Source: an optimization exercise on an open RTL-to-GDS flow (aim: small area, a short achievable clock period and few clock cycles per item). Production flows keep margins and buffers that such runs may drop.
The RTL was checked by simulation tests, not by an equivalence proof against the original design.
Power is estimated from default activity; no workload was simulated.

--- flow/design.v ---
module seg_norm (
    input  wire [31:0] x,
    output wire [31:0] y,
    output wire [4:0]  s
);
    reg [4:0] c;
    integer i;
    always @(*) begin
        c = 5'd0;
        for (i = 0; i < 32; i = i + 1)
            if (x[i]) c = 5'd31 - i[4:0];
    end
    assign s = c;
    assign y = x << c;
endmodule
module seg_div (
    input  wire [31:0] r,
    input  wire [1:0]  sb,
    input  wire [31:0] d,
    output wire [31:0] rn,
    output wire [1:0]  dig
);
    wire [34:0] a  = {1'b0, r, sb};
    wire [34:0] b1 = ~{3'b000, d};
    wire [34:0] b2 = ~{2'b00, d, 1'b0};
    wire [34:0] t1 = a + b1 + 35'd1;
    wire [34:0] t2 = a + b2 + 35'd1;
    wire [34:0] cs = a ^ b1 ^ b2;
    wire [34:0] cc = (a & b1) | (a & b2) | (b1 & b2);
    wire [34:0] t3 = cs + {cc[33:0], 1'b1} + 35'd1;
    wire ge1 = ~t1[34];
    wire ge2 = ~t2[34];
    wire ge3 = ~t3[34];
    assign dig = {ge2, ge3 | (ge1 & ~ge2)};
    assign rn  = ge3 ? t3[31:0] : ge2 ? t2[31:0] : ge1 ? t1[31:0] : a[31:0];
endmodule
module seg_predict (
    input  wire        clk,
    input  wire        rst,
    input  wire        start,
    output wire        ready,
    output reg         done,
    input  wire        normal,       
    input  wire [31:0] p,            
    input  wire [23:0] gp,           
    input  wire [23:0] gn,           
    input  wire [16:0] alpha,        
    input  wire [47:0] ovs,          
    input  wire [15:0] blank,        
    input  wire [15:0] wlo,          
    input  wire [15:0] whi,          
    output reg  [31:0] phat,
    output reg  [31:0] rate,
    output reg  [31:0] acc,
    output reg  [35:0] tb,
    output reg  [35:0] tlo,
    output reg  [35:0] thi,
    output reg         early,
    output reg         floor_hit
);
    localparam S_C1 = 0, S_C2 = 1, S_C3 = 2, S_WAITM = 3, S_PHPRE = 4, S_PH = 5,
               S_PHPOST = 6, S_NRM = 7, S_W = 8, S_WV = 9, S_A = 10, S_APOST = 11,
               S_FIN = 12;
    localparam NS_ = 13;
    localparam M_SPAN = 0, M_P1 = 1, M_P2 = 2, M_SKIP = 3, M_RDIV = 4,
               M_WV1 = 5, M_WV2 = 6, M_RPOST = 7, M_DONE = 8;
    localparam NM_ = 9;
    localparam T_VDIV = 0, T_VPOST = 1, T_WAIT = 2, T_THR = 3;
    localparam NT_ = 4;
    reg [NS_-1:0] st;
    reg [NM_-1:0] mst;
    reg [NT_-1:0] tst;
    reg           rdy;
    assign ready = rdy;
    reg        rNorm;
    reg [31:0] rP;       
    reg [3:0]  rPx;      
    reg [23:0] rGP;      
    reg [23:0] rGN;      
    reg [18:0] rZ;       
    reg [48:0] rOVS;     
    reg [47:0] rX;       
    reg [4:0]  sgp, sgn, sph, sk;
    reg [3:0]  mJ2;      
    reg [43:0] ACC;      
    reg [49:0] Y;        
    reg [49:0] QR;       
    reg [31:0] R, D;
    reg [5:0]  cnt, mcnt, tcnt;
    reg        pf2, OV, OVR, wneg, wvreq, mfin2, rfin, tfin, vdone, thr_req;
    reg [1:0]  ssrc;     
    reg [1:0]  sbr;      
    reg [7:0]  kc;       
    reg        p9;       
    reg        ms0;      
    reg        a16, a32, g1, g2, gh1, gh2, y1, y2, yh1, yh2, lon, hin;
    reg        t0, TS;
    reg [1:0]  tk;
    reg [2:0]  ti;
    reg [2:0]  btl, bth;
    reg  [31:0] nx;
    wire [31:0] ny;
    wire [4:0]  ns;
    always @(*) begin
        case (1'b1)
        st[S_C1]:  nx = {rGN, 8'd0};
        st[S_C2]:  nx = {rGP, 8'd0};
        st[S_C3]:  nx = rP;
        st[S_NRM]: nx = phat;
        default:   nx = {QR[30:0], 1'b0};
        endcase
    end
    seg_norm u_norm (.x(nx), .y(ny), .s(ns));
    wire abig  = |QR[47:31];
    wire azero = ~|QR[30:0];
    reg [7:0] K;
    always @(*) begin
        case (1'b1)
        st[S_NRM]:   K = kc + {3'd0, ns};
        st[S_PHPRE]: K = kc;
        default:     K = azero & ~abig ? 8'hFF :
                         kc + (abig ? 8'd17 : (8'd0 - {3'd0, ns}));
        endcase
    end
    wire [5:0] cI  = K[7] ? 6'd0 : K[6:1];
    wire       cf2 = ~K[0];
    wire [31:0] Rn;
    wire [1:0]  dig;
    seg_div u_div (.r(R), .sb(sbr), .d(D), .rn(Rn), .dig(dig));
    wire div_st   = st[S_PH] | st[S_W] | st[S_A];
    wire div_iter = div_st & (|cnt);
    wire div_end  = div_st & ~|cnt[5:1];      
    wire        vpost = tst[T_VPOST] & ~st[S_PHPOST];
    wire [49:0] Qz   = vpost ? QR : Y;
    wire        f2   = pf2 & ~vpost;
    wire [48:0] q    = f2 ? {1'b0, Qz[49:2]} : Qz[49:1];
    wire        rb   = f2 ? Qz[1] : Qz[0];
    wire        lb   = f2 & Qz[0];
    wire        rbn  = rb & (lb | (|R));          
    wire        inv_a = st[S_APOST] & wneg;
    wire        inv  = inv_a | vpost;             
    wire [48:0] qq   = inv ? ~q : q;
    wire [48:0] inc  = qq + {48'd0, inv_a ? ~rbn : (rb ^ inv)};
    wire        sat32   = (|q[48:32]) | ((&q[31:0]) & rb);
    wire [31:0] phat_v  = (OV | sat32) ? 32'hFFFF_FFFF :
                          ((~|q) & ~rb) ? 32'd1 : inc[31:0];
    wire        asat_p  = OV | (|q[48:31]) | ((&q[30:0]) & rb);
    wire        asat_n  = OV | (|q[48:32]) | (q[31] & ((|q[30:0]) | rbn));
    wire [31:0] acc_v   = wneg ? (asat_n ? 32'h8000_0000 : inc[31:0])
                               : (asat_p ? 32'h7FFF_FFFF : inc[31:0]);
    function [2:0] booth;        
        input [2:0] b;
        case (b)
        3'b001, 3'b010: booth = 3'b001;
        3'b011:         booth = 3'b010;
        3'b100:         booth = 3'b110;
        3'b101, 3'b110: booth = 3'b101;
        default:        booth = 3'b000;
        endcase
    endfunction
    wire [2:0] bz8 = booth(rZ[18:16]);
    wire [2:0] bz7 = booth(rZ[16:14]);
    wire [2:0] bz6 = booth(rZ[14:12]);
    wire [2:0] bzh = booth(rZ[12:10]);           
    wire [2:0] bzl = booth(rZ[10:8]);            
    wire       p9n = (mJ2 == 4'd9) && (mcnt == 6'd2);
    wire [2:0] bpl = booth(p9n ? {2'b00, rP[3]} : rP[5:3]);
    wire [2:0] bph = booth(p9n ? 3'b000 : rP[7:5]);
    wire [2:0] bp0 = booth({rP[1:0], 1'b0});
    wire [2:0] bp1 = booth(rP[3:1]);
    wire [49:0] mX = ({50{mst[M_SPAN]}} & {2'd0, rGN, 24'd0})
                   | ({50{a16}} & {22'd0, rGN, 4'd0})
                   | ({50{a32}} & {21'd0, rGN, 5'd0})
                   | ({50{mst[M_P1] & ~ms0}} & {Y[45:0], 4'd0})
                   | ({50{mst[M_P2]}} & {{6{ACC[43]}}, ACC})
                   | ({50{mst[M_RDIV]}} & {{16{ACC[32]}}, ACC[32:0], rOVS[16]})
                   | ({50{mst[M_WV1]}} & {1'b0, q})
                   | ({50{mst[M_RPOST]}} & {18'd0, rP});
    wire [49:0] mL = ({50{g1}} & {26'd0, rGN})
                   | ({50{g2}} & {25'd0, rGN, 1'b0})
                   | ({50{y1}} & Y)
                   | ({50{y2}} & {Y[48:0], 1'b0})
                   | ({50{mst[M_SPAN]}} & {2'd0, rOVS[47:0]})
                   | ({50{mst[M_RDIV]}} & {18'd0, D})
                   | ({50{mst[M_WV1] | mst[M_WV2]}} & QR)
                   | ({50{mst[M_RPOST]}} & {49'd0, rPx[0]});
    wire [49:0] mH = ({50{gh1}} & {24'd0, rGN, 2'd0})
                   | ({50{gh2}} & {23'd0, rGN, 3'd0})
                   | ({50{yh1}} & {Y[47:0], 2'd0})
                   | ({50{yh2}} & {Y[46:0], 3'd0});
    wire        mln = lon | mst[M_SPAN] | (mst[M_WV2] & wneg) | (mst[M_RDIV] & ~ACC[32]);
    wire [49:0] mLx = mL ^ {50{mln}};
    wire [49:0] mHx = mH ^ {50{hin}};
    wire [49:0] mcs = mX ^ mLx ^ mHx;
    wire [49:0] mcc = (mX & mLx) | (mX & mHx) | (mLx & mHx);
    wire [49:0] mS  = mcs + {mcc[48:0], hin} + {49'd0, mln | (mst[M_WV1] & rb)};
    wire        m_last = mst[M_P2] && (mcnt == 6'd1);
    wire        mfin   = mst[M_SKIP] || m_last;
    wire [26:0] fa0 = {1'b0, rOVS[47:22]};
    wire [26:0] fb1 = ~{3'd0, rGN};
    wire [26:0] fb2 = ~{2'd0, rGN, 1'b0};
    wire [26:0] fcs = fa0 ^ fb1 ^ fb2;
    wire [26:0] fcc = (fa0 & fb1) | (fa0 & fb2) | (fb1 & fb2);
    wire [26:0] fd  = fcs + {fcc[25:0], 1'b1} + 27'd1;
    wire        flr = ~fd[26];
    reg  [35:0] tcur;
    always @(*) begin
        case (tk)
        2'd0:    tcur = tb;
        2'd1:    tcur = tlo;
        default: tcur = thi;
        endcase
    end
    wire        tv  = tst[T_VDIV];
    wire [36:0] tX  = tv ? {{3{tb[32]}}, tb[32:0], 1'b0} :
                      t0 ? 37'd4095 : {{5{TS}}, tcur[35:4]};
    wire [36:0] tL  = tv ? {5'd0, thi[31:0]} :
                      btl[1] ? {4'd0, phat, 1'b0} : btl[0] ? {5'd0, phat} : 37'd0;
    wire [36:0] tH  = tv ? 37'd0 :
                      bth[1] ? {2'd0, phat, 3'd0} : bth[0] ? {3'd0, phat, 2'd0} : 37'd0;
    wire        tln = tv ? ~tb[32] : btl[2];
    wire        thn = ~tv & bth[2];
    wire [36:0] tLx = tL ^ {37{tln}};
    wire [36:0] tHx = tH ^ {37{thn}};
    wire [36:0] tcs = tX ^ tLx ^ tHx;
    wire [36:0] tcc = (tX & tLx) | (tX & tHx) | (tLx & tHx);
    wire [36:0] tS  = tcs + {tcc[35:0], thn} + {36'd0, tln};
    wire        t4  = ti[2];
    wire [35:0] tnew = t4 ? {tS[31:0], tcur[3:0]} : tS[35:0];
    wire        tdone = tfin | (tst[T_THR] & tk[1] & t4);
    wire        rdone = rfin | mst[M_RPOST];
    always @(posedge clk) begin
        done <= 1'b0;
        if (rst) begin
            st   <= {NS_{1'b0}};
            mst  <= {NM_{1'b0}};
            tst  <= {NT_{1'b0}};
            rdy  <= 1'b1;
        end else begin
            case (1'b1)
            mst[M_SPAN]: begin
                rOVS      <= flr ? {3'd0, rGN, 22'd0} : mS[48:0];
                floor_hit <= flr;
                mst  <= 1 << M_P1;
                mcnt <= 6'd3;
                ms0  <= 1'b1;
                a32  <= (bz8 == 3'b101);
                a16  <= (bz8 == 3'b000);
                gh2  <= bz7[1];
                gh1  <= bz7[0];
                hin  <= ~bz7[2] & (bz7[1] | bz7[0]);
                g2   <= bz6[1];
                g1   <= bz6[0];
                lon  <= ~bz6[2] & (bz6[1] | bz6[0]);
            end
            mst[M_P1]: begin
                Y    <= mS;
                rZ   <= {rZ[14:0], 4'd0};
                ms0  <= 1'b0;
                a16  <= 1'b0;
                a32  <= 1'b0;
                mcnt <= mcnt - 6'd1;
                if (mcnt == 6'd0) begin
                    mst  <= 1 << M_P2;
                    mcnt <= {2'd0, mJ2};
                    ACC  <= 44'd0;
                    p9   <= 1'b0;
                    gh2  <= 1'b0;
                    gh1  <= 1'b0;
                    g2   <= 1'b0;
                    g1   <= 1'b0;
                    y2   <= bp0[1];
                    y1   <= bp0[0];
                    lon  <= bp0[2];
                    yh2  <= bp1[1];
                    yh1  <= bp1[0];
                    hin  <= bp1[2];
                end else begin
                    gh2  <= bzh[1];
                    gh1  <= bzh[0];
                    hin  <= ~bzh[2] & (bzh[1] | bzh[0]);
                    g2   <= bzl[1];
                    g1   <= bzl[0];
                    lon  <= ~bzl[2] & (bzl[1] | bzl[0]);
                end
            end
            mst[M_P2]: begin
                ACC  <= mS[47:4];
                rP   <= {mS[3:0], rP[31:4]};
                rPx  <= p9 ? rP[3:0] : 4'd0;
                p9   <= p9n;
                y2   <= bpl[1];
                y1   <= bpl[0];
                lon  <= bpl[2];
                yh2  <= bph[1];
                yh1  <= bph[0];
                hin  <= bph[2];
                mcnt <= mcnt - 6'd1;
                if (mcnt == 6'd1) begin
                    mst <= 1 << M_SKIP;
                    sk  <= 5'd0;
                    y2  <= 1'b0;
                    y1  <= 1'b0;
                    lon <= 1'b0;
                    yh2 <= 1'b0;
                    yh1 <= 1'b0;
                    hin <= 1'b0;
                end
            end
            mst[M_SKIP]: begin
                if (~rOVS[47] & ~st[S_NRM]) begin
                    rOVS <= {rOVS[47:0], 1'b0};
                    sk   <= sk + 5'd1;
                end
            end
            mst[M_RDIV]: begin
                if (wvreq & vdone)
                    mst <= 1 << M_WV1;
                else if (|mcnt) begin
                    ACC[32:0] <= mS[32:0];
                    {rP, rPx[0]} <= {rP[30:0], rPx[0], ~mS[49]};
                    OVR  <= OVR | rP[31];
                    rOVS <= {rOVS[47:0], 1'b0};
                    mcnt <= mcnt - 6'd1;
                end else
                    mst <= 1 << M_RPOST;
            end
            mst[M_WV1]: begin
                QR    <= mS;
                wneg  <= mS[49];
                wvreq <= 1'b0;
                mst   <= 1 << M_WV2;
            end
            mst[M_WV2]: begin
                QR    <= mS;
                mfin2 <= 1'b1;
                mst   <= rfin ? (1 << M_DONE) : (1 << M_RDIV);
            end
            mst[M_RPOST]: begin
                rate <= (OVR | mS[32]) ? 32'hFFFF_FFFF : mS[31:0];
                rfin <= 1'b1;
                mst  <= 1 << M_DONE;
            end
            mst[M_DONE]: begin
                if (wvreq & vdone) mst <= 1 << M_WV1;
            end
            default: ;
            endcase
            case (1'b1)
            tst[T_VDIV]: begin
                if (|tcnt) begin
                    tb[32:0] <= tS[32:0];
                    QR   <= {QR[48:0], ~tS[36]};
                    tcnt <= tcnt - 6'd1;
                end else
                    tst <= 1 << T_VPOST;
            end
            tst[T_VPOST]: begin
                if (vpost) begin
                    QR    <= {inc[48], inc[48:0]};
                    vdone <= 1'b1;
                    tst   <= 1 << T_WAIT;
                end
            end
            tst[T_WAIT]: begin
                if (thr_req) begin
                    tst <= 1 << T_THR;
                    tk  <= 2'd0;
                    ti  <= 3'd0;
                    t0  <= 1'b1;
                    btl <= booth({rX[1:0], 1'b0});
                    bth <= booth(rX[3:1]);
                end
            end
            tst[T_THR]: begin
                case (tk)
                2'd0:    tb  <= tnew;
                2'd1:    tlo <= tnew;
                default: thi <= tnew;
                endcase
                TS <= tS[36];
                if (t4) begin
                    ti  <= 3'd0;
                    t0  <= 1'b1;
                    tk  <= tk + 2'd1;
                    btl <= booth({rX[1:0], 1'b0});
                    bth <= booth(rX[3:1]);
                    if (tk[1]) begin
                        tst  <= {NT_{1'b0}};
                        tfin <= 1'b1;
                    end
                end else begin
                    t0  <= 1'b0;
                    rX  <= {4'd0, rX[47:4]};
                    ti  <= ti + 3'd1;
                    btl <= (ti == 3'd3) ? booth({2'b00, rX[3]}) : booth(rX[5:3]);
                    bth <= (ti == 3'd3) ? 3'b000 : booth(rX[7:5]);
                end
            end
            default: ;
            endcase
            if (div_iter) begin
                R   <= Rn;
                cnt <= cnt - 6'd1;
                Y   <= {Y[47:0], dig};
                OV  <= OV | (|Y[49:48]);
                case (ssrc)
                2'd1: begin
                    {ACC, rP, rPx} <= {ACC[41:0], rP, rPx, 2'b00};
                    sbr <= ACC[7:6];
                end
                2'd3: begin
                    QR  <= {QR[47:0], 2'b00};
                    sbr <= QR[14:13];
                end
                default: sbr <= 2'b00;
                endcase
            end
            if (~|st) begin
                if (start) begin
                    rNorm <= normal;
                    rP    <= p;
                    rGP   <= gp;
                    rGN   <= gn;
                    rZ    <= {alpha[16], alpha, 1'b0};
                    rOVS  <= {1'b0, ovs[47] ? 48'd0 : ovs};
                    rX    <= {whi, wlo, blank};
                    early <= ovs[47];
                    rdy   <= 1'b0;
                    tfin  <= 1'b0;
                    rfin  <= 1'b0;
                    mfin2 <= 1'b0;
                    wvreq <= 1'b0;
                    vdone <= 1'b0;
                    thr_req <= 1'b0;
                    mst   <= 1 << M_SPAN;
                    st    <= 1 << S_C1;
                    {a16, a32, g1, g2, gh1, gh2, y1, y2, yh1, yh2, lon, hin} <= 12'd0;
                end
            end
            case (1'b1)
            st[S_C1]: begin
                rGN <= ny[31:8];
                sgn <= ns;
                st  <= 1 << S_C2;
            end
            st[S_C2]: begin
                rGP <= ny[31:8];
                sgp <= ns;
                st  <= 1 << S_C3;
            end
            st[S_C3]: begin
                D     <= {rGP, 8'd0};
                mJ2   <= (5'd18 - {1'b0, ns[4:1]} - {4'd0, ns[0]}) >> 1;
                thi[31:0] <= ny;
                tb[32:0]  <= {2'd0, rGP, 7'd0};
                QR    <= 50'd0;
                tcnt  <= (6'd18 + {1'b0, ns} < {1'b0, sgp}) ? 6'd0 :
                         6'd18 + {1'b0, ns} - {1'b0, sgp};
                tst   <= rNorm ? (1 << T_VDIV) : (1 << T_WAIT);
                st    <= 1 << S_WAITM;
            end
            st[S_WAITM]: begin
                kc <= 8'd4 + {2'd0, mJ2, 2'd0} + {3'd0, sgp} - {3'd0, sgn};
                if (mfin) st <= 1 << S_PHPRE;
            end
            st[S_PHPRE]: begin
                if (~|ACC[40:39]) begin
                    R   <= {1'b0, ACC[38:8]};
                    {ACC, rP, rPx} <= {ACC[41:0], rP, rPx, 2'b00};
                    sbr <= ACC[7:6];
                    cnt <= (|cI) ? cI - 6'd1 : 6'd0;
                end else begin
                    R   <= {1'b0, ACC[40:10]};
                    sbr <= ACC[9:8];
                    cnt <= cI;
                end
                Y     <= 50'd0;
                OV    <= 1'b0;
                pf2   <= cf2;
                ssrc  <= 2'd1;
                kc    <= 8'd19 - {3'd0, sgn};
                st    <= 1 << S_PH;
            end
            st[S_PH]: if (div_end) st <= 1 << S_PHPOST;
            st[S_PHPOST]: begin
                phat <= phat_v;
                st   <= 1 << S_NRM;
            end
            st[S_NRM]: begin
                D       <= ny;
                sph     <= ns;
                thr_req <= 1'b1;
                mst   <= 1 << M_RDIV;
                ACC[32:0] <= {2'b0, rOVS[47:17]};
                {rP, rPx[0]} <= 33'd0;
                OVR   <= 1'b0;
                mcnt  <= (6'd18 + {1'b0, ns} < {1'b0, sk}) ? 6'd0 :
                         6'd18 + {1'b0, ns} - {1'b0, sk};
                R     <= {1'b0, rGN, 7'd0};
                Y     <= 50'd0;
                OV    <= 1'b0;
                cnt   <= cI;
                pf2   <= cf2;
                ssrc  <= 2'd0;
                sbr   <= 2'b00;
                st    <= rNorm ? (1 << S_W) : (1 << S_FIN);
                if (!rNorm) acc <= 32'd0;
            end
            st[S_W]: begin
                kc <= 8'd18 + {3'd0, sph};
                if (div_end) begin
                    wvreq <= 1'b1;
                    st    <= 1 << S_WV;
                end
            end
            st[S_WV]: begin
                if (mfin2) begin
                    Y     <= 50'd0;
                    OV    <= 1'b0;
                    cnt   <= cI;
                    pf2   <= cf2;
                    if (abig) begin
                        R    <= {1'b0, QR[47:17]};
                        ssrc <= 2'd3;
                        sbr  <= QR[16:15];
                    end else begin
                        R    <= {1'b0, ny[31:1]};
                        ssrc <= 2'd0;
                        sbr  <= 2'b00;
                    end
                    st <= 1 << S_A;
                end
            end
            st[S_A]: if (div_end) st <= 1 << S_APOST;
            st[S_APOST]: begin
                acc <= acc_v;
                st  <= 1 << S_FIN;
                if (tdone & rdone) begin
                    done <= 1'b1;
                    rdy  <= 1'b1;
                    st   <= {NS_{1'b0}};
                end
            end
            st[S_FIN]: begin
                if (tdone & rdone) begin
                    done <= 1'b1;
                    rdy  <= 1'b1;
                    st   <= {NS_{1'b0}};
                end
            end
            default: ;
            endcase
        end
    end
endmodule
--- flow/run.sh ---
#!/bin/bash
# synth_recipe.tcl (not shown) runs the flow's synth.tcl, then flattens the netlist and writes it again
# the make line also repeats each setting of config.mk as NAME=value (left out here)
make -C /OpenROAD-flow-scripts/flow DESIGN_CONFIG=/design/flow/config.mk WORK_HOME=/design/flow/orfs CLKGATE_MAP_FILE= SYNTH_SCRIPT=/design/flow/synth_recipe.tcl finish
--- flow/config.mk ---
export PLATFORM = sky130hd
export DESIGN_NAME = seg_predict
export DESIGN_NICKNAME = seg_predict
export VERILOG_FILES = /design/flow/design.v
export SDC_FILE = /design/flow/constraint.sdc
export NUM_CORES = 4
export LEC_CHECK = 0
export CAP_MARGIN = 20
export CORE_MARGIN = 2
export CORE_UTILIZATION = 40
export SETUP_SLACK_MARGIN = 5
export SLEW_MARGIN = 20
--- flow/constraint.sdc ---
create_clock -name core_clock -period 10.0 [get_ports {clk}]
set_input_delay 2.0000 -clock core_clock [delete_from_list [all_inputs] [get_ports {clk}]]
set_output_delay 2.0000 -clock core_clock [all_outputs]
set_load 0.01 [all_outputs]
==> flow_metrics.env, run 1 <==
export IMPL_synth_simple_area_share_pct=16.15
export IMPL_yosysWarnings=2
export IMPL_critPathMostFrequentCell="buf_12"
export IMPL_area_growth_synth_to_final_pct=31.08
export IMPL_portBuffers=404
export IMPL_max_slew_margin_pct=4.201
export IMPL_drive_gt1_share_pct=21.51
export IMPL_max_freq_mhz=153.1
export IMPL_rsz0062_at_grt="yes"
export IMPL_cp_num_buf_inv=5
export IMPL_grt_pass1_wl_mm=628.4
export IMPL_die_h_um=423.2
export IMPL_synth_edf_count=705
export IMPL_fin_crit_sh_pct=65.33
export IMPL_drt_iter0_drc=14020
export IMPL_fin_nets=9783
export IMPL_first_global_vias=74670
export IMPL_r2r_slack_ns=3.47
export IMPL_core_mm2=0.1742
export IMPL_crit_path_end_kind="flip-flop"
export IMPL_r2r_end="ACC[28]"
export IMPL_ir_worst_vdd_v=0.0003635
export IMPL_r2r_start="mst[4]"
export IMPL_grt_max_degree=166
export IMPL_numCtsBuffers=95
export IMPL_power_density_mw_per_mm2=260.4
export IMPL_regArea_mm2=0.02177
export IMPL_power_total_w=0.02399
export IMPL_min_path_cells=1
export IMPL_fin_worst_skew_ns=0.05727
export IMPL_crit_family="compound AO/OA/AOI/OAI gates"
export IMPL_insertion_delay_ns=0.82
export IMPL_slowest_delay_ns=0.91
export IMPL_dieArea_mm2=0.1791
export IMPL_cp_required_ns=10.51
export IMPL_p_leak_nw=35.17
export IMPL_synthMuxAreaShare_pct=4.862
export IMPL_syn_avg_cell_area_um2=8.266
export IMPL_tightest_slew_ns=1.437
export IMPL_path_cells="buf_12 -> a222oi_1 -> nand3_1 -> xnor2_2 -> fa_2 -> inv_2 -> fa_2 -> nor2b_2 -> o21ai_2 -> a21boi_2 -> o41a_1 -> a31oi_4 -> buf_12 -> a311oi_4 -> a311o_2 -> buf_6 -> buf_12 -> a31oi_4 -> xnor2_4 -> nor2_1 -> o22ai_1 -> a221oi_1 -> o22ai_1"
export IMPL_ys_seq_area_share_pct=30.91
export IMPL_synthDominantCellAreaShare_pct=30.11
export IMPL_syn_instance_count=8505
export IMPL_antenna_left=0
export IMPL_ys_seq_elements=733
export IMPL_wl_per_cell_um=40.60
export IMPL_yosysMostFrequentCell="nand2_1"
export IMPL_num_vias=82650
export IMPL_fillerInstances=16150
export IMPL_synth_fa_ha_area_share_pct=9.162
export IMPL_ys_flop_type="edfxtp_1"
export IMPL_synth_area_leaders="edfxtp_1 (30%), nand2_1 (5.8%), a21oi_1 (5.5%)"
export IMPL_pin_count=405
export IMPL_hpwl_mm=330.7
export IMPL_multiInputGateArea_mm2=0.05020
export IMPL_synthTopCellsByCount="nand2_1 (1078), nor2_1 (799), a21oi_1 (779)"
export IMPL_synth_compound_area_share_pct=27.92
export IMPL_wirelength_mm=472.6
export IMPL_clk_path_buf_depth=3
export IMPL_place_gp_congestion=1.086
export IMPL_htreeDepth=3
export IMPL_cap_violations=0
export IMPL_cts_tree="built"
export IMPL_die_w_um=423.2
export IMPL_synth_xor_area_share_pct=5.432
export IMPL_cp_arrival_ns=7.04
export IMPL_initial_core_util_pct=40.35
export IMPL_worst_setup_path_type="flip-flop to flip-flop"
export IMPL_synth_top_family_by_area="compound AO/OA/AOI/OAI gates"
export IMPL_rows=153
export IMPL_hold_violations=0
export IMPL_hp_start="rdy"
export IMPL_clock_sinks=733
export IMPL_grt_use_total_pct=50.15
export IMPL_clockRootBuffer="clkbuf_16"
export IMPL_clkTransAtPathRegs_ns=0.06
export IMPL_hold_end="rdy"
export IMPL_critPathSlowestCell="a222oi_1"
export IMPL_finalSetupViolations=0
export IMPL_async_flop_share_pct=0
export IMPL_synth_top_area_cell="edfxtp_1"
export IMPL_rr_worst_depth=23
export IMPL_slew_viol_final=0
export IMPL_synth_fp_nets=9125
export IMPL_path_max_fanout=66
export IMPL_hp_class="flip-flop to flip-flop"
export IMPL_drc=0
export IMPL_utilization_pct=52.90
export IMPL_first_pass_iters=15
export IMPL_viasPerCell=7.100
export IMPL_grt_overflow_total=0
export IMPL_status="timing/DRC/antenna clean"
export IMPL_fin_crit_ns=6.533
export IMPL_fin_tns_setup_ns=0
export IMPL_startpoint_type="flip-flop"
export IMPL_ys_types=104
export IMPL_antenna_found_initial=77
export IMPL_hold_ws_ns=0.4681
export IMPL_syn_area_mm2=0.07030
[worst max path at each step]
stage	slack, ns	to	cells past startpoint	from
2_1_floorplan	0.02	tlo[0]	3	rst
3_3_place_gp	2.54	ACC[42]	20	y1
3_5_place_dp	2.52	ACC[42]	20	y1
4_1_cts	3.90	ACC[30]	22	y1
5_1_grt	3.65	QR[44]	23	mst[6]
6_report	3.47	ACC[28]	23	mst[4]
[routing by layer]
metal	vias to the layer above	part of all wire, %	track usage [%]
met3	2254	14	20.96
met4	34	11	42.00
met2	7168	40	70.59
met1	40130	35	58.79
met5	-	0.075	1.828
li1	33060	-	-
[where the power goes]
part           leakage, nW  internal (W)  switching (W)
sequential            6.88       0.00377       0.000558
clock                 1.51       0.00202        0.00169
combinational         26.8       0.00683        0.00912
total                 35.2        0.0126         0.0114
[per-stage QoR]
step / std cells / cell area [um2] / setup slack [ns]
final: 11640 / 92150 / 3.467
after global routing: 11590 / 92010 / 3.645
after CTS: 11350 / 87770 / 3.904
after detailed placement: 10790 / 77550 / 2.524
after global placement: 10780 / 77460 / 2.535
after floorplan: 8505 / 70870 / 0.01509
[timing repair]
action | 4_1_cts | 5_1_grt
hold endpoints to repair | 0 | 0
endpoints found under the setup margin | 495 | 384
setup buffers | 363 | 210
pin swaps | 293 | 312
gates cloned | 22 | 6
resized for setup | 717 | 563
hold buffers | 0 | 0
[worst reg2reg max path, delay by kind of cell (launching register included)]
kind	cells	cell delay (ns)
fa+ha+maj	2	0.94
simple gates	3	0.64
buf+inv	5	0.68
xor+xnor	2	0.47
flops	1	0.39
compound gates	11	3.13
[flip-flops by register name (all words and copies together) (netlist names), 8 cells and up]
register and flops:
Y 50, rOVS 48, st 13, rate 32, thi 36, mst 9, D 32, rP 32
ACC 44, kc 8, R 32, tb 36, acc 32, rGN 24, phat 32, rZ 19
rGP 24, QR 50, rX 48, tlo 36
[cells in the final DEF, fill, tap and decap left out, types with 220 or more instances in the layout]
| master | instances |
|---|---|
| xnor2_1 | 288 |
| a21oi_1 | 675 |
| clkdlybuf4s50_1 | 403 |
| nor2_1 | 749 |
| nand2_1 | 1004 |
| edfxtp_1 | 705 |
| buf_4 | 622 |
| ha_1 | 237 |
| o21ai_0 | 530 |
| inv_1 | 220 |
[cell families after synthesis]
kind of cell	count (synthesis)
xor+xnor	436
fa+ha+maj	423
buf+inv	999
mux	331
flops	733
simple gates	2589
compound gates	2994
[cell type report]
cell class                 instances  area share [%]
multi-input combinational       6780           54.48
sequential                       733           23.63
timing repair buffer            1305           14.02
tap                             2325           3.157
clock buffer                     105           2.621
inverter                         248           1.062
clock inverter                    73          0.8310
antenna                           72          0.1955
Testbench counts, summed over its fixed seeds: cycles 136,289, items 2,400.
==> run 2, diff against run 1 <==
--- a/flow/design.v
+++ b/flow/design.v
@@ -94,4 +94,6 @@
     reg        p9;       
     reg        ms0;      
+    reg        mp1n;     
+    reg        mwv;      
     reg        a16, a32, g1, g2, gh1, gh2, y1, y2, yh1, yh2, lon, hin;
     reg        t0, TS;
@@ -99,16 +101,7 @@
     reg [2:0]  ti;
     reg [2:0]  btl, bth;
-    reg  [31:0] nx;
+    reg  [31:0] nx;      
     wire [31:0] ny;
     wire [4:0]  ns;
-    always @(*) begin
-        case (1'b1)
-        st[S_C1]:  nx = {rGN, 8'd0};
-        st[S_C2]:  nx = {rGP, 8'd0};
-        st[S_C3]:  nx = rP;
-        st[S_NRM]: nx = phat;
-        default:   nx = {QR[30:0], 1'b0};
-        endcase
-    end
     seg_norm u_norm (.x(nx), .y(ny), .s(ns));
     wire abig  = |QR[47:31];
@@ -124,4 +117,6 @@
     end
     wire [5:0] cI  = K[7] ? 6'd0 : K[6:1];
+    wire [5:0] cph  = kc[7] ? 6'd0 : kc[6:1];      
+    wire [5:0] cph1 = (|cph) ? cph - 6'd1 : 6'd0;
     wire       cf2 = ~K[0];
     wire [31:0] Rn;
@@ -172,5 +167,5 @@
                    | ({50{a16}} & {22'd0, rGN, 4'd0})
                    | ({50{a32}} & {21'd0, rGN, 5'd0})
-                   | ({50{mst[M_P1] & ~ms0}} & {Y[45:0], 4'd0})
+                   | ({50{mp1n}} & {Y[45:0], 4'd0})
                    | ({50{mst[M_P2]}} & {{6{ACC[43]}}, ACC})
                    | ({50{mst[M_RDIV]}} & {{16{ACC[32]}}, ACC[32:0], rOVS[16]})
@@ -183,5 +178,5 @@
                    | ({50{mst[M_SPAN]}} & {2'd0, rOVS[47:0]})
                    | ({50{mst[M_RDIV]}} & {18'd0, D})
-                   | ({50{mst[M_WV1] | mst[M_WV2]}} & QR)
+                   | ({50{mwv}} & QR)
                    | ({50{mst[M_RPOST]}} & {49'd0, rPx[0]});
     wire [49:0] mH = ({50{gh1}} & {24'd0, rGN, 2'd0})
@@ -204,20 +199,13 @@
     wire [26:0] fd  = fcs + {fcc[25:0], 1'b1} + 27'd1;
     wire        flr = ~fd[26];
-    reg  [35:0] tcur;
-    always @(*) begin
-        case (tk)
-        2'd0:    tcur = tb;
-        2'd1:    tcur = tlo;
-        default: tcur = thi;
-        endcase
-    end
+    wire [35:0] tcur = thi;
     wire        tv  = tst[T_VDIV];
-    wire [36:0] tX  = tv ? {{3{tb[32]}}, tb[32:0], 1'b0} :
+    wire [36:0] tX  = tv ? {{3{thi[32]}}, thi[32:0], 1'b0} :
                       t0 ? 37'd4095 : {{5{TS}}, tcur[35:4]};
-    wire [36:0] tL  = tv ? {5'd0, thi[31:0]} :
+    wire [36:0] tL  = tv ? {5'd0, tb[31:0]} :
                       btl[1] ? {4'd0, phat, 1'b0} : btl[0] ? {5'd0, phat} : 37'd0;
     wire [36:0] tH  = tv ? 37'd0 :
                       bth[1] ? {2'd0, phat, 3'd0} : bth[0] ? {3'd0, phat, 2'd0} : 37'd0;
-    wire        tln = tv ? ~tb[32] : btl[2];
+    wire        tln = tv ? ~thi[32] : btl[2];
     wire        thn = ~tv & bth[2];
     wire [36:0] tLx = tL ^ {37{tln}};
@@ -245,4 +233,5 @@
                 mcnt <= 6'd3;
                 ms0  <= 1'b1;
+                mp1n <= 1'b0;
                 a32  <= (bz8 == 3'b101);
                 a16  <= (bz8 == 3'b000);
@@ -258,4 +247,5 @@
                 rZ   <= {rZ[14:0], 4'd0};
                 ms0  <= 1'b0;
+                mp1n <= |mcnt;
                 a16  <= 1'b0;
                 a32  <= 1'b0;
@@ -315,7 +305,8 @@
             end
             mst[M_RDIV]: begin
-                if (wvreq & vdone)
+                if (wvreq & vdone) begin
                     mst <= 1 << M_WV1;
-                else if (|mcnt) begin
+                    mwv <= 1'b1;
+                end else if (|mcnt) begin
                     ACC[32:0] <= mS[32:0];
                     {rP, rPx[0]} <= {rP[30:0], rPx[0], ~mS[49]};
@@ -334,4 +325,6 @@
             mst[M_WV2]: begin
                 QR    <= mS;
+                mwv   <= 1'b0;
+                nx    <= {mS[30:0], 1'b0};
                 mfin2 <= 1'b1;
                 mst   <= rfin ? (1 << M_DONE) : (1 << M_RDIV);
@@ -343,5 +336,8 @@
             end
             mst[M_DONE]: begin
-                if (wvreq & vdone) mst <= 1 << M_WV1;
+                if (wvreq & vdone) begin
+                    mst <= 1 << M_WV1;
+                    mwv <= 1'b1;
+                end
             end
             default: ;
@@ -350,5 +346,5 @@
             tst[T_VDIV]: begin
                 if (|tcnt) begin
-                    tb[32:0] <= tS[32:0];
+                    thi[32:0] <= tS[32:0];
                     QR   <= {QR[48:0], ~tS[36]};
                     tcnt <= tcnt - 6'd1;
@@ -374,9 +370,9 @@
             end
             tst[T_THR]: begin
-                case (tk)
-                2'd0:    tb  <= tnew;
-                2'd1:    tlo <= tnew;
-                default: thi <= tnew;
-                endcase
+                thi <= tnew;
+                if (t0) begin
+                    tlo <= thi;
+                    tb  <= tlo;
+                end
                 TS <= tS[36];
                 if (t4) begin
@@ -426,4 +422,5 @@
                     rOVS  <= {1'b0, ovs[47] ? 48'd0 : ovs};
                     rX    <= {whi, wlo, blank};
+                    nx    <= {gn, 8'd0};
                     early <= ovs[47];
                     rdy   <= 1'b0;
@@ -435,4 +432,6 @@
                     thr_req <= 1'b0;
                     mst   <= 1 << M_SPAN;
+                    mwv   <= 1'b0;
+                    mp1n  <= 1'b0;
                     st    <= 1 << S_C1;
                     {a16, a32, g1, g2, gh1, gh2, y1, y2, yh1, yh2, lon, hin} <= 12'd0;
@@ -443,4 +442,5 @@
                 rGN <= ny[31:8];
                 sgn <= ns;
+                nx  <= {rGP, 8'd0};
                 st  <= 1 << S_C2;
             end
@@ -448,4 +448,5 @@
                 rGP <= ny[31:8];
                 sgp <= ns;
+                nx  <= rP;
                 st  <= 1 << S_C3;
             end
@@ -453,6 +454,6 @@
                 D     <= {rGP, 8'd0};
                 mJ2   <= (5'd18 - {1'b0, ns[4:1]} - {4'd0, ns[0]}) >> 1;
-                thi[31:0] <= ny;
-                tb[32:0]  <= {2'd0, rGP, 7'd0};
+                tb[31:0]  <= ny;
+                thi[32:0] <= {2'd0, rGP, 7'd0};
                 QR    <= 50'd0;
                 tcnt  <= (6'd18 + {1'b0, ns} < {1'b0, sgp}) ? 6'd0 :
@@ -470,9 +471,9 @@
                     {ACC, rP, rPx} <= {ACC[41:0], rP, rPx, 2'b00};
                     sbr <= ACC[7:6];
-                    cnt <= (|cI) ? cI - 6'd1 : 6'd0;
+                    cnt <= cph1;
                 end else begin
                     R   <= {1'b0, ACC[40:10]};
                     sbr <= ACC[9:8];
-                    cnt <= cI;
+                    cnt <= cph;
                 end
                 Y     <= 50'd0;
@@ -486,4 +487,5 @@
             st[S_PHPOST]: begin
                 phat <= phat_v;
+                nx   <= phat_v;
                 st   <= 1 << S_NRM;
             end
--- a/flow/config.mk
+++ b/flow/config.mk
@@ -8,5 +8,5 @@
 export CAP_MARGIN = 20
 export CORE_MARGIN = 2
-export CORE_UTILIZATION = 40
+export CORE_UTILIZATION = 50
 export SETUP_SLACK_MARGIN = 5
 export SLEW_MARGIN = 20
==> flow_metrics.env, run 2 <==
export IMPL_wl_per_cell_um=36.80
export IMPL_ys_types=114
export IMPL_ys_seq_area_share_pct=32.49
export IMPL_fin_crit_sh_pct=51.47
export IMPL_status="timing/DRC/antenna clean"
export IMPL_die_h_um=378.0
export IMPL_crit_path_end_kind="flip-flop"
export IMPL_cp_arrival_ns=5.77
export IMPL_rr_worst_depth=8
export IMPL_place_inst=9892
export IMPL_num_vias=77540
export IMPL_synthDominantCellAreaShare_pct=31.69
export IMPL_synth_fa_ha_area_share_pct=9.193
export IMPL_grt_use_total_pct=50.80
export IMPL_drive_gt1_share_pct=14.65
export IMPL_fin_crit_ns=5.147
export IMPL_synthMuxAreaShare_pct=4.919
export IMPL_utilization_pct=61.19
export IMPL_wirelength_mm=384.5
export IMPL_synth_compound_area_share_pct=27.84
export IMPL_hold_violations=0
export IMPL_synth_top_area_cell="edfxtp_1"
export IMPL_ir_worst_vdd_v=0.0003381
export IMPL_synth_xor_area_share_pct=5.672
export IMPL_synth_fp_nets=8727
export IMPL_yosysWarnings=2
export IMPL_max_slew_margin_pct=11.19
export IMPL_drt_iter0_drc=15740
export IMPL_max_freq_mhz=194.3
export IMPL_antenna_found_initial=37
export IMPL_initial_core_util_pct=50.24
export IMPL_rsz0062_at_grt="yes"
export IMPL_syn_instance_count=8108
export IMPL_cts_tree="built"
export IMPL_ys_flop_type="edfxtp_1"
export IMPL_synth_area_leaders="edfxtp_1 (32%), a21oi_1 (5.5%), ha_1 (4.8%)"
export IMPL_tightest_slew_ns=1.332
export IMPL_numCtsBuffers=91
export IMPL_fin_nets=9070
export IMPL_synth_edf_count=738
export IMPL_core_mm2=0.1392
export IMPL_fin_cells=10450
export IMPL_final_common_cell="nand2_1"
export IMPL_async_flop_share_pct=0
export IMPL_worst_setup_path_type="flip-flop to flip-flop"
export IMPL_ys_seq_elements=766
export IMPL_htreeDepth=3
export IMPL_clockRootBuffer="clkbuf_16"
export IMPL_startpoint_type="flip-flop"
export IMPL_syn_area_mm2=0.06993
export IMPL_drc=0
export IMPL_portBuffers=404
export IMPL_power_density_mw_per_mm2=244.5
export IMPL_clock_sinks=766
export IMPL_synth_top_family_by_area="compound AO/OA/AOI/OAI gates"
export IMPL_fillerInstances=12050
export IMPL_first_global_vias=68640
export IMPL_clk_path_buf_depth=3
export IMPL_first_pass_iters=15
export IMPL_yosysMostFrequentCell="nand2_1"
export IMPL_path_max_fanout=26
export IMPL_grt_overflow_total=0
export IMPL_die_w_um=378.0
export IMPL_grt_max_degree=171
export IMPL_area_growth_synth_to_final_pct=21.80
export IMPL_antenna_left=0
export IMPL_syn_avg_cell_area_um2=8.624
export IMPL_clkTransAtPathRegs_ns=0.07
export IMPL_min_path_cells=0
export IMPL_p_leak_nw=32.31
export IMPL_rows=137
export IMPL_slew_viol_final=0
export IMPL_cp_required_ns=10.62
export IMPL_dieArea_mm2=0.1429
export IMPL_viasPerCell=7.421
export IMPL_synthTopCellsByCount="nand2_1 (877), a21oi_1 (764), edfxtp_1 (738)"
export IMPL_cap_violations=0
export IMPL_hp_class="flip-flop to flip-flop"
export IMPL_hpwl_mm=270.4
export IMPL_insertion_delay_ns=0.78
export IMPL_fin_worst_skew_ns=0.05619
export IMPL_synth_simple_area_share_pct=14.45
export IMPL_finalSetupViolations=0
export IMPL_grt_pass1_wl_mm=520.1
export IMPL_pin_count=405
export IMPL_place_gp_congestion=1.105
export IMPL_reg_largest_list="QR: 50 flops, Y: 50 flops"
export IMPL_final_cell_mix="nand2_1 (862), edfxtp_1 (738), a21oi_1 (716)"
## run 2: cell type report
class	count	area, um2	area share (%)
multi-input combinational	6381	46480	54.58
timing repair buffer	954	9336	10.96
clock inverter	46	640.6	0.7522
antenna	47	117.6	0.1381
timing repair inverter	2	20.02	0.02351
clock buffer	121	2462	2.891
inverter	255	1012	1.188
sequential	766	22750	26.71
tap	1876	2347	2.756
## run 2: what timing repair did
item / CTS / global route
gates resized for setup: 270 / 317
pin swaps: 48 / 122
hold buffers: 0 / 0
endpoints found under the hold margin: 0 / 0
setup endpoints to repair: 397 / 245
setup buffers: 135 / 178
cloned: 13 / 14
## run 2: routing by layer
layer	routed length (um)	global-route usage, %	vias to the layer above
met4	37380	38.04	28
met3	63380	23.28	1777
met2	150400	68.33	7255
met5	414	0.6861	-
met1	133000	62.91	37160
li1	-	-	31320
## run 2: final timing paths
check                           startpoint      end  slack (ns)
worst max register to register     mcnt[0]  ACC[10]        4.85
worst min-delay path               tlo[32]   tb[32]        0.48
worst min register to register     tlo[32]   tb[32]        0.48
worst max-delay path               mcnt[0]  ACC[10]        4.85
## run 2: worst max-delay path: stages (launching register included)
cell and delay, ns:
edfxtp_1 0.45, inv_1 0.12, ha_1 0.31, and2_1 0.64, nor3_2 1.14, nand3_2 1.07
o221ai_1 0.90, o221ai_1 0.24, nand2_1 0.11
## run 2: kinds of logic (layout without fill, tap and decap cells)
family                   after synthesis  count (layout)
adder cells (fa/ha/maj)              422             422
XOR/XNOR                             452             452
flip-flops                           766             766
buffers and inverters                967            1378
multiplexers                         330             330
AO/OA/AOI/OAI                       2927            2927
AND/OR/NAND/NOR                     2244            2250
other                                  0              47
## run 2: through the flow
stage                     hold slack [ns]  setup TNS [ns]  power [W]  worst slack (ns)  area, um2
after floorplan                    0.4672          -19.78   0.009277           -0.5305      70010
after global placement             0.4504               0    0.01322             3.072      75540
after detailed placement           0.4455               0    0.01330             3.141      75670
after CTS                          0.4714               0    0.01803             4.974      81630
after global routing               0.4914               0    0.02096             4.802      85060
final                              0.4796               0    0.02082             4.853      85170
## run 2: power breakdown
part	switching (W)	leakage [nW]	internal, W	total (W)
Sequential	0.000698	7.31	0.00396	0.00466
Clock	0.00159	1.49	0.00203	0.00362
Combinational	0.00776	23.5	0.00478	0.0125
Total	0.0100	32.3	0.0108	0.0208
Testbench counts of run 2, summed over its fixed seeds: cycles 136,289, items 2,400.
==> run 3, diff against run 2 <==
--- a/flow/design.v
+++ b/flow/design.v
@@ -66,5 +66,5 @@
                M_WV1 = 5, M_WV2 = 6, M_RPOST = 7, M_DONE = 8;
     localparam NM_ = 9;
-    localparam T_VDIV = 0, T_VPOST = 1, T_WAIT = 2, T_THR = 3;
+    localparam T_VDIV = 0, T_WAIT = 2, T_THR = 3;
     localparam NT_ = 4;
     reg [NS_-1:0] st;
@@ -76,5 +76,4 @@
     reg [31:0] rP;       
     reg [3:0]  rPx;      
-    reg [23:0] rGP;      
     reg [23:0] rGN;      
     reg [18:0] rZ;       
@@ -95,5 +94,4 @@
     reg        ms0;      
     reg        mp1n;     
-    reg        mwv;      
     reg        a16, a32, g1, g2, gh1, gh2, y1, y2, yh1, yh2, lon, hin;
     reg        t0, TS;
@@ -126,15 +124,12 @@
     wire div_iter = div_st & (|cnt);
     wire div_end  = div_st & ~|cnt[5:1];      
-    wire        vpost = tst[T_VPOST] & ~st[S_PHPOST];
-    wire [49:0] Qz   = vpost ? QR : Y;
-    wire        f2   = pf2 & ~vpost;
-    wire [48:0] q    = f2 ? {1'b0, Qz[49:2]} : Qz[49:1];
-    wire        rb   = f2 ? Qz[1] : Qz[0];
-    wire        lb   = f2 & Qz[0];
+    wire last1    = ~pf2 & (cnt == 6'd1);
+    wire [48:0] q    = {1'b0, Y[49:2]};
+    wire        rb   = Y[1];
+    wire        lb   = Y[0];
     wire        rbn  = rb & (lb | (|R));          
-    wire        inv_a = st[S_APOST] & wneg;
-    wire        inv  = inv_a | vpost;             
-    wire [48:0] qq   = inv ? ~q : q;
-    wire [48:0] inc  = qq + {48'd0, inv_a ? ~rbn : (rb ^ inv)};
+    wire        inv  = st[S_APOST] & wneg;        
+    wire [31:0] qq   = inv ? ~q[31:0] : q[31:0];
+    wire [31:0] inc  = qq + {31'd0, inv ? ~rbn : rb};
     wire        sat32   = (|q[48:32]) | ((&q[31:0]) & rb);
     wire [31:0] phat_v  = (OV | sat32) ? 32'hFFFF_FFFF :
@@ -178,5 +173,6 @@
                    | ({50{mst[M_SPAN]}} & {2'd0, rOVS[47:0]})
                    | ({50{mst[M_RDIV]}} & {18'd0, D})
-                   | ({50{mwv}} & QR)
+                   | ({50{mst[M_WV1]}} & {1'b0, QR[49:1]})
+                   | ({50{mst[M_WV2]}} & QR)
                    | ({50{mst[M_RPOST]}} & {49'd0, rPx[0]});
     wire [49:0] mH = ({50{gh1}} & {24'd0, rGN, 2'd0})
@@ -184,10 +180,11 @@
                    | ({50{yh1}} & {Y[47:0], 2'd0})
                    | ({50{yh2}} & {Y[46:0], 3'd0});
-    wire        mln = lon | mst[M_SPAN] | (mst[M_WV2] & wneg) | (mst[M_RDIV] & ~ACC[32]);
+    wire        mln = lon | mst[M_SPAN] | mst[M_WV1] | (mst[M_WV2] & wneg) | (mst[M_RDIV] & ~ACC[32]);
     wire [49:0] mLx = mL ^ {50{mln}};
     wire [49:0] mHx = mH ^ {50{hin}};
     wire [49:0] mcs = mX ^ mLx ^ mHx;
     wire [49:0] mcc = (mX & mLx) | (mX & mHx) | (mLx & mHx);
-    wire [49:0] mS  = mcs + {mcc[48:0], hin} + {49'd0, mln | (mst[M_WV1] & rb)};
+    wire        mci = mst[M_WV1] ? ~QR[0] : mln;
+    wire [49:0] mS  = mcs + {mcc[48:0], hin | (mst[M_WV1] & rb)} + {49'd0, mci};
     wire        m_last = mst[M_P2] && (mcnt == 6'd1);
     wire        mfin   = mst[M_SKIP] || m_last;
@@ -307,11 +304,11 @@
                 if (wvreq & vdone) begin
                     mst <= 1 << M_WV1;
-                    mwv <= 1'b1;
                 end else if (|mcnt) begin
                     ACC[32:0] <= mS[32:0];
-                    {rP, rPx[0]} <= {rP[30:0], rPx[0], ~mS[49]};
+                    {rP, rPx[0]} <= {rP[30:0], rPx[0], ~mS[33]};
                     OVR  <= OVR | rP[31];
                     rOVS <= {rOVS[47:0], 1'b0};
                     mcnt <= mcnt - 6'd1;
+                    if (mcnt == 6'd1) mst <= 1 << M_RPOST;
                 end else
                     mst <= 1 << M_RPOST;
@@ -325,5 +322,4 @@
             mst[M_WV2]: begin
                 QR    <= mS;
-                mwv   <= 1'b0;
                 nx    <= {mS[30:0], 1'b0};
                 mfin2 <= 1'b1;
@@ -338,5 +334,4 @@
                 if (wvreq & vdone) begin
                     mst <= 1 << M_WV1;
-                    mwv <= 1'b1;
                 end
             end
@@ -349,10 +344,9 @@
                     QR   <= {QR[48:0], ~tS[36]};
                     tcnt <= tcnt - 6'd1;
-                end else
-                    tst <= 1 << T_VPOST;
-            end
-            tst[T_VPOST]: begin
-                if (vpost) begin
-                    QR    <= {inc[48], inc[48:0]};
+                    if (tcnt == 6'd1) begin
+                        vdone <= 1'b1;
+                        tst   <= 1 << T_WAIT;
+                    end
+                end else begin
                     vdone <= 1'b1;
                     tst   <= 1 << T_WAIT;
@@ -360,5 +354,5 @@
             end
             tst[T_WAIT]: begin
-                if (thr_req) begin
+                if (thr_req | st[S_NRM]) begin
                     tst <= 1 << T_THR;
                     tk  <= 2'd0;
@@ -399,6 +393,11 @@
                 R   <= Rn;
                 cnt <= cnt - 6'd1;
-                Y   <= {Y[47:0], dig};
-                OV  <= OV | (|Y[49:48]);
+                if (last1) begin
+                    Y  <= {Y[46:0], dig, 1'b0};
+                    OV <= OV | (|Y[49:47]);
+                end else begin
+                    Y  <= {Y[47:0], dig};
+                    OV <= OV | (|Y[49:48]);
+                end
                 case (ssrc)
                 2'd1: begin
@@ -417,5 +416,5 @@
                     rNorm <= normal;
                     rP    <= p;
-                    rGP   <= gp;
+                    D     <= {gp, 8'd0};
                     rGN   <= gn;
                     rZ    <= {alpha[16], alpha, 1'b0};
@@ -432,5 +431,4 @@
                     thr_req <= 1'b0;
                     mst   <= 1 << M_SPAN;
-                    mwv   <= 1'b0;
                     mp1n  <= 1'b0;
                     st    <= 1 << S_C1;
@@ -442,9 +440,9 @@
                 rGN <= ny[31:8];
                 sgn <= ns;
-                nx  <= {rGP, 8'd0};
+                nx  <= D;
                 st  <= 1 << S_C2;
             end
             st[S_C2]: begin
-                rGP <= ny[31:8];
+                D   <= ny;
                 sgp <= ns;
                 nx  <= rP;
@@ -452,8 +450,7 @@
             end
             st[S_C3]: begin
-                D     <= {rGP, 8'd0};
                 mJ2   <= (5'd18 - {1'b0, ns[4:1]} - {4'd0, ns[0]}) >> 1;
                 tb[31:0]  <= ny;
-                thi[32:0] <= {2'd0, rGP, 7'd0};
+                thi[32:0] <= {2'd0, D[31:1]};
                 QR    <= 50'd0;
                 tcnt  <= (6'd18 + {1'b0, ns} < {1'b0, sgp}) ? 6'd0 :
==> flow_metrics.env, run 3 <==
export IMPL_status="timing/DRC/antenna clean"
export IMPL_area_growth_synth_to_final_pct=23.41
export IMPL_pin_count=405
export IMPL_utilization_pct=62.09
export IMPL_yosysMostFrequentCell="nand2_1"
export IMPL_hp_start="tlo[33]"
export IMPL_place_gp_congestion=1.059
export IMPL_first_global_vias=68500
export IMPL_numCtsBuffers=91
export IMPL_hold_end="tb[33]"
export IMPL_core_mm2=0.1351
export IMPL_worst_setup_path_type="flip-flop to flip-flop"
export IMPL_ir_worst_vdd_v=0.0003886
export IMPL_r2r_slack_ns=4.56
export IMPL_drive_gt1_share_pct=16.12
export IMPL_synth_area_leaders="edfxtp_1 (31%), nand2_1 (5.6%), a21oi_1 (5.4%)"
export IMPL_final_common_cell="nand2_1"
export IMPL_fin_crit_ns=5.439
export IMPL_slew_viol_final=0
export IMPL_ys_types=114
export IMPL_place_inst=9753
export IMPL_yosysWarnings=2
export IMPL_synth_fa_ha_area_share_pct=9.504
export IMPL_synth_fp_nets=8676
export IMPL_rows=135
export IMPL_grt_pass1_wl_mm=519.7
export IMPL_cap_violations=0
export IMPL_num_vias=77180
export IMPL_clockRootBuffer="clkbuf_16"
export IMPL_clock_sinks=740
export IMPL_ys_seq_area_share_pct=32.29
export IMPL_cp_arrival_ns=5.87
export IMPL_first_pass_iters=15
export IMPL_clk_path_buf_depth=3
export IMPL_max_slew_margin_pct=13.32
export IMPL_hold_violations=0
export IMPL_ys_flop_type="edfxtp_1"
export IMPL_hp_class="flip-flop to flip-flop"
export IMPL_synthTopCellsByCount="nand2_1 (1012), a21oi_1 (728), edfxtp_1 (713)"
export IMPL_min_path_cells=0
export IMPL_fin_worst_skew_ns=0.03927
export IMPL_htreeDepth=3
export IMPL_finalSetupViolations=0
export IMPL_tightest_slew_ns=1.299
export IMPL_dieArea_mm2=0.1389
export IMPL_path_max_fanout=17
export IMPL_portBuffers=404
export IMPL_synth_simple_area_share_pct=15.64
export IMPL_grt_max_degree=139
export IMPL_synth_edf_count=713
export IMPL_rr_worst_depth=19
export IMPL_postCtsHoldBufs=0
export IMPL_syn_avg_cell_area_um2=8.440
export IMPL_antenna_found_initial=60
export IMPL_crit_path_end_kind="flip-flop"
export IMPL_syn_instance_count=8055
export IMPL_wl_per_cell_um=36.48
export IMPL_power_density_mw_per_mm2=260.4
export IMPL_viasPerCell=7.404
export IMPL_cts_tree="built"
export IMPL_cp_required_ns=10.43
export IMPL_grt_overflow_total=0
export IMPL_synth_xor_area_share_pct=5.269
export IMPL_initial_core_util_pct=50.31
export IMPL_die_w_um=372.7
export IMPL_final_cell_mix="nand2_1 (988), edfxtp_1 (713), a21oi_1 (671)"
export IMPL_synth_top_family_by_area="compound AO/OA/AOI/OAI gates"
export IMPL_startpoint_type="flip-flop"
export IMPL_synth_top_area_cell="edfxtp_1"
export IMPL_antenna_left=0
export IMPL_grt_use_total_pct=51.76
export IMPL_die_h_um=372.7
export IMPL_async_flop_share_pct=0
export IMPL_synth_compound_area_share_pct=28.19
export IMPL_drc=0
export IMPL_synthMuxAreaShare_pct=3.142
export IMPL_drt_iter0_drc=15010
export IMPL_synthDominantCellAreaShare_pct=31.49
export IMPL_max_freq_mhz=183.9
export IMPL_syn_area_mm2=0.06798
export IMPL_rsz0062_at_grt="yes"
export IMPL_r2r_start="mst[7]"
export IMPL_ys_seq_elements=740
export IMPL_hpwl_mm=263.2
export IMPL_fin_cells=10420
export IMPL_r2r_end="QR[48]"
export IMPL_reg_largest_list="QR: 50 flops, Y: 50 flops"
export IMPL_fin_crit_sh_pct=54.39
export IMPL_p_leak_nw=31.00
export IMPL_fin_nets=9150
export IMPL_insertion_delay_ns=0.78
export IMPL_wirelength_mm=380.3
export IMPL_fillerInstances=11730
export IMPL_clkTransAtPathRegs_ns=0.07
run 3: worst max path at each step:
stage | slack, ns | to | from | cells past startpoint
after global placement | 3.55 | QR[0] | tst[0] | 19
after floorplan | -0.59 | acc[0] | rst | 3
after global routing | 4.60 | QR[48] | QR[0] | 19
after detailed placement | 3.48 | QR[49] | mst[5] | 18
final | 4.56 | QR[48] | mst[7] | 19
after CTS | 4.69 | QR[46] | QR[0] | 20
run 3: layout make-up:
type                    instances  area (um2)  share of cell area [%]
inverters                     337        1324                   1.578
repair inverters                2       11.26                 0.01342
flip-flops and latches        740       21980                   26.19
repair buffers               1084       10330                   12.31
multi-input cells            6273       44820                   53.42
clock buffers                  96        2296                   2.737
well taps                    1781        2228                   2.656
diodes                         39       97.59                  0.1163
clock inverters                72       820.8                  0.9783
run 3: repair_timing:
| action | in CTS | in global routing |
|---|---|---|
| cloned | 10 | 5 |
| gates resized for setup | 275 | 391 |
| setup buffers | 263 | 186 |
| endpoints found under the setup margin | 402 | 291 |
| hold endpoints to repair | 0 | 0 |
| pin swaps | 91 | 225 |
run 3: logic make-up (layout without fill, tap and decap cells):
kind of cell | Yosys count | after routing
simple gates | 2357 | 2360
mux | 210 | 210
buf+inv | 1045 | 1591
compound gates | 2870 | 2870
xor+xnor | 409 | 409
other cells | 0 | 39
fa+ha+maj | 424 | 424
flops | 740 | 740
run 3: stage by stage:
step           setup WS (ns)  TNS, ns  total power [W]  area (um2)  hold slack, ns
3_5_place_dp           3.482        0          0.01360       73520          0.4453
2_1_floorplan        -0.5915   -63.37         0.009484       68020          0.4875
4_1_cts                4.688        0          0.01910       80440          0.4543
3_3_place_gp           3.551        0          0.01356       73470          0.4345
5_1_grt                4.601        0          0.02207       83810          0.4752
6_report               4.561        0          0.02185       83900          0.4533
run 3: critical path, cell delays in order, from the launching register on:
cell	delay [ns]
dfxtp_4	0.36
buf_12	0.16
a222oi_1	0.54
nand3_1	0.38
xor2_2	0.25
fa_1	0.51
inv_1	0.05
fa_2	0.35
fa_2	0.35
nand2b_4	0.15
nand3b_1	0.13
a21o_4	0.19
nand3_4	0.11
a21o_4	0.26
a211o_4	0.39
o21ai_4	0.19
a221o_1	0.18
a21o_1	0.19
xnor2_2	0.17
a311oi_2	0.13
run 3: routing by layer:
metal / global-route usage, % / wire [um] / part of all wire (%) / vias to the layer above
li1: - / - / - / 31130
met1: 62.18 / 128200 / 34 / 36370
met2: 70.39 / 146600 / 39 / 7478
met3: 23.40 / 63030 / 17 / 2156
met4: 42.80 / 41900 / 11 / 42
met5: 0.1048 / 563 / 0.15 / -
run 3: power by group:
group / switching, W / leakage (nW) / internal (W)
sequential: 0.000640 / 7.05 / 0.00383
clock: 0.00159 / 1.50 / 0.00202
combinational: 0.00832 / 22.4 / 0.00543
total: 0.0106 / 31.0 / 0.0113
Testbench counts of run 3, summed over its fixed seeds: cycles 133,957, items 2,400.
==> run 4, diff against run 3 <==
--- a/flow/config.mk
+++ b/flow/config.mk
@@ -8,5 +8,5 @@
 export CAP_MARGIN = 20
 export CORE_MARGIN = 2
-export CORE_UTILIZATION = 50
+export CORE_UTILIZATION = 42
 export SETUP_SLACK_MARGIN = 5
 export SLEW_MARGIN = 20
==> flow_metrics.env, run 4 <==
export IMPL_fin_nets=9135
export IMPL_slew_viol_final=9
export IMPL_fillerInstances=15140
export IMPL_max_slew_margin_pct=-2.904
export IMPL_p_sw_share_pct=49.15
export IMPL_postCtsHoldBufs=0
export IMPL_p_comb_share_pct=63.0
export IMPL_grt_max_degree=144
export IMPL_crit_path_end_kind="flip-flop"
export IMPL_cp_arrival_ns=5.70
export IMPL_pin_count=405
export IMPL_status="failed layout checks"
export IMPL_tightest_slew_ns=1.538
export IMPL_fin_cells=10790
export IMPL_drt_iter0_drc=12280
export IMPL_check_faults="max-capacitance violations, max-slew violations"
export IMPL_place_area_mm2=0.07436
export IMPL_grt_use_total_pct=46.25
export IMPL_ys_seq_elements=740
export IMPL_synth_top_area_cell="edfxtp_1"
export IMPL_cap_violations=1
export IMPL_synthMuxAreaShare_pct=3.142
export IMPL_yosysWarnings=2
export IMPL_antenna_found_initial=59
export IMPL_syn_avg_cell_area_um2=8.440
export IMPL_yosysMostFrequentCell="nand2_1"
export IMPL_hpwl_mm=287.5
export IMPL_final_cell_mix="nand2_1 (995), edfxtp_1 (713), a21oi_1 (691)"
export IMPL_num_vias=75410
export IMPL_core_mm2=0.1606
export IMPL_design_area_mm2=0.08402
export IMPL_ys_flop_type="edfxtp_1"
export IMPL_hold_violations=0
export IMPL_synthDominantCellAreaShare_pct=31.49
export IMPL_place_gp_congestion=1.045
export IMPL_ys_seq_area_share_pct=32.29
export IMPL_numCtsBuffers=93
export IMPL_synth_top_family_by_area="compound AO/OA/AOI/OAI gates"
export IMPL_internal_power_w=0.01100
export IMPL_finalSetupViolations=0
export IMPL_wl_per_cell_um=36.87
export IMPL_syn_instance_count=8055
export IMPL_synth_xor_area_share_pct=5.269
export IMPL_startpoint_type="flip-flop"
export IMPL_max_freq_mhz=191.6
export IMPL_synth_edf_count=713
export IMPL_synthTopCellsByCount="nand2_1 (1012), a21oi_1 (728), edfxtp_1 (713)"
export IMPL_hp_class="flip-flop to flip-flop"
export IMPL_synth_area_leaders="edfxtp_1 (31%), nand2_1 (5.6%), a21oi_1 (5.4%)"
export IMPL_ir_worst_vdd_v=0.0005148
export IMPL_antenna_left=0
export IMPL_reg_largest_list="QR: 50 flops, Y: 50 flops"
export IMPL_die_w_um=406.3
export IMPL_insertion_delay_ns=0.78
export IMPL_synth_fa_ha_area_share_pct=9.504
export IMPL_dieArea_mm2=0.1651
export IMPL_drive_gt1_share_pct=15.25
export IMPL_async_flop_share_pct=0
export IMPL_wirelength_mm=398.0
export IMPL_worst_setup_path_type="flip-flop to flip-flop"
export IMPL_ys_types=114
export IMPL_first_pass_iters=11
export IMPL_synth_fp_nets=8676
export IMPL_grt_overflow_total=0
export IMPL_place_inst=10180
export IMPL_final_common_cell="nand2_1"
export IMPL_synth_compound_area_share_pct=28.19
export IMPL_viasPerCell=6.986
export IMPL_p_leak_nw=30.89
export IMPL_fin_crit_ns=5.220
export IMPL_grt_pass1_wl_mm=541.1
export IMPL_syn_area_mm2=0.06798
export IMPL_rsz0062_at_grt="yes"
export IMPL_fin_crit_sh_pct=52.20
export IMPL_clk_path_buf_depth=3
export IMPL_synth_simple_area_share_pct=15.64
export IMPL_power_density_mw_per_mm2=257.6
export IMPL_fin_worst_skew_ns=0.05374
export IMPL_cp_required_ns=10.48
export IMPL_portBuffers=404
export IMPL_clock_sinks=740
export IMPL_utilization_pct=52.32
export IMPL_cts_tree="built"
export IMPL_clkTransAtPathRegs_ns=0.06
export IMPL_rows=147
export IMPL_initial_core_util_pct=42.34
export IMPL_power_total_w=0.02164
export IMPL_drc=0
export IMPL_die_h_um=406.3
export IMPL_first_global_vias=68350
export IMPL_path_max_fanout=50
export IMPL_area_growth_synth_to_final_pct=23.58
export IMPL_htreeDepth=3
export IMPL_min_path_cells=0
export IMPL_rr_worst_depth=19
export IMPL_switching_power_w=0.01064
export IMPL_pwr_share_clk_pct=16.6
export IMPL_pwr_share_seq_pct=20.4
export IMPL_clockRootBuffer="clkbuf_16"
-- run 4: path summary, 6_finish.rpt --
path,startpoint,to,slack (ns)
worst max-delay path,y2,QR[49],4.78
worst min-delay path,tlo[33],tb[33],0.46
worst max register to register,y2,QR[49],4.78
worst min register to register,tlo[33],tb[33],0.46
-- run 4: timing repair --
item	CTS	global route
cloned	6	9
setup buffers	242	144
gates resized for setup	252	328
endpoints found under the setup margin	377	253
pin swaps	67	159
-- run 4: power by group through the flow --
| stage | registers (W) | logic, W | clock network [W] |
|---|---|---|---|
| after global placement | 0.00455 | 0.00958 | 0 |
| after detailed placement | 0.00455 | 0.00966 | 0 |
| after global routing | 0.00440 | 0.0139 | 0.00369 |
| final | 0.00442 | 0.0136 | 0.00359 |
| after floorplan | 0.00411 | 0.00537 | 0 |
| after CTS | 0.00440 | 0.0110 | 0.00357 |
-- run 4: cell type report --
cell class	count	area, um2	share of cell area [%]
multi-input cells	6270	44430	52.89
flip-flops and latches	740	21970	26.15
repair buffers	1072	10350	12.32
well taps	2160	2703	3.217
clock buffers	122	2526	3.007
inverters	337	1364	1.623
clock inverters	50	563.0	0.6702
diodes	43	107.6	0.1281
-- run 4: per-layer routing --
layer | track usage, % | vias to the layer above | part of all wire [%]
met4 | 33.28 | 38 | 9.1
met5 | 0 | - | 0.089
met1 | 58.13 | 36470 | 36
met2 | 65.55 | 6192 | 40
li1 | - | 31110 | -
met3 | 16.13 | 1605 | 14
-- run 4: worst max-delay path: stages (launching register included) --
cell and delay, ns:
edfxtp_1 0.42, buf_12 0.22, a22oi_1 0.28, nand4_1 0.30, xnor2_1 0.25, fa_1 0.52
inv_1 0.05, ha_1 0.24, a2111oi_2 0.37, o21ai_1 0.17, nor2_2 0.21, o21ai_2 0.11
buf_8 0.16, a21oi_4 0.22, o31a_1 0.34, a21oi_2 0.14, a41oi_2 0.32, xnor2_2 0.15
a222oi_1 0.29, a21oi_1 0.10
-- run 4: through the flow --
stage | hold slack (ns) | TNS (ns) | setup slack, ns
2_1_floorplan | 0.4875 | -63.37 | -0.5915
3_5_place_dp | 0.4430 | 0 | 3.514
3_3_place_gp | 0.4362 | 0 | 3.477
6_report | 0.4565 | 0 | 4.780
4_1_cts | 0.4572 | 0 | 4.901
5_1_grt | 0.4668 | 0 | 4.673
-- run 4: cell families after synthesis --
| family | count (synthesis) |
|---|---|
| and+or+nand+nor | 2357 |
| xor gates and xnor gates | 409 |
| AOI/OAI and AO/OA | 2870 |
| muxes | 210 |
| DFF | 740 |
| adders and majority gates | 424 |
| buffers and inverters | 1045 |

==> re-timing with driven ports <==
Ports are ideal in the flow. The routed layouts listed here were re-timed in OpenROAD.
Step 1 assumes that a clkbuf_16 drives the clock port and a buf_2 every other input.
Step 2 also shifts input and output timing later by t, the mid clock arrival at the registers, as if the neighbouring blocks saw the same clock.
Three values: ideal, step 1, step 2; two values: the first two.
run | t (ns) | setup WS [ns] | clock arrival spread, ns | worst data-port slew with drivers (ns) | pins driven straight from the clock port
run 1 | 0.887 | 3.467 / 3.467 / 3.467 | 0.057 / 0.058 | 0.22 | 1
run 2 | 0.840 | 4.853 / 4.853 / 4.388 | 0.058 / 0.058 | 0.16 | 1
run 3 | 0.841 | 4.561 / 4.561 / 4.415 | 0.041 / 0.041 | 0.28 | 1
run 4 | 0.840 | 4.780 / 4.780 / 4.642 | 0.054 / 0.054 | 0.23 | 1
The setup slack of run 2, which loses most, moves by 0.000 ns with the drivers and by -0.465 ns with both steps.
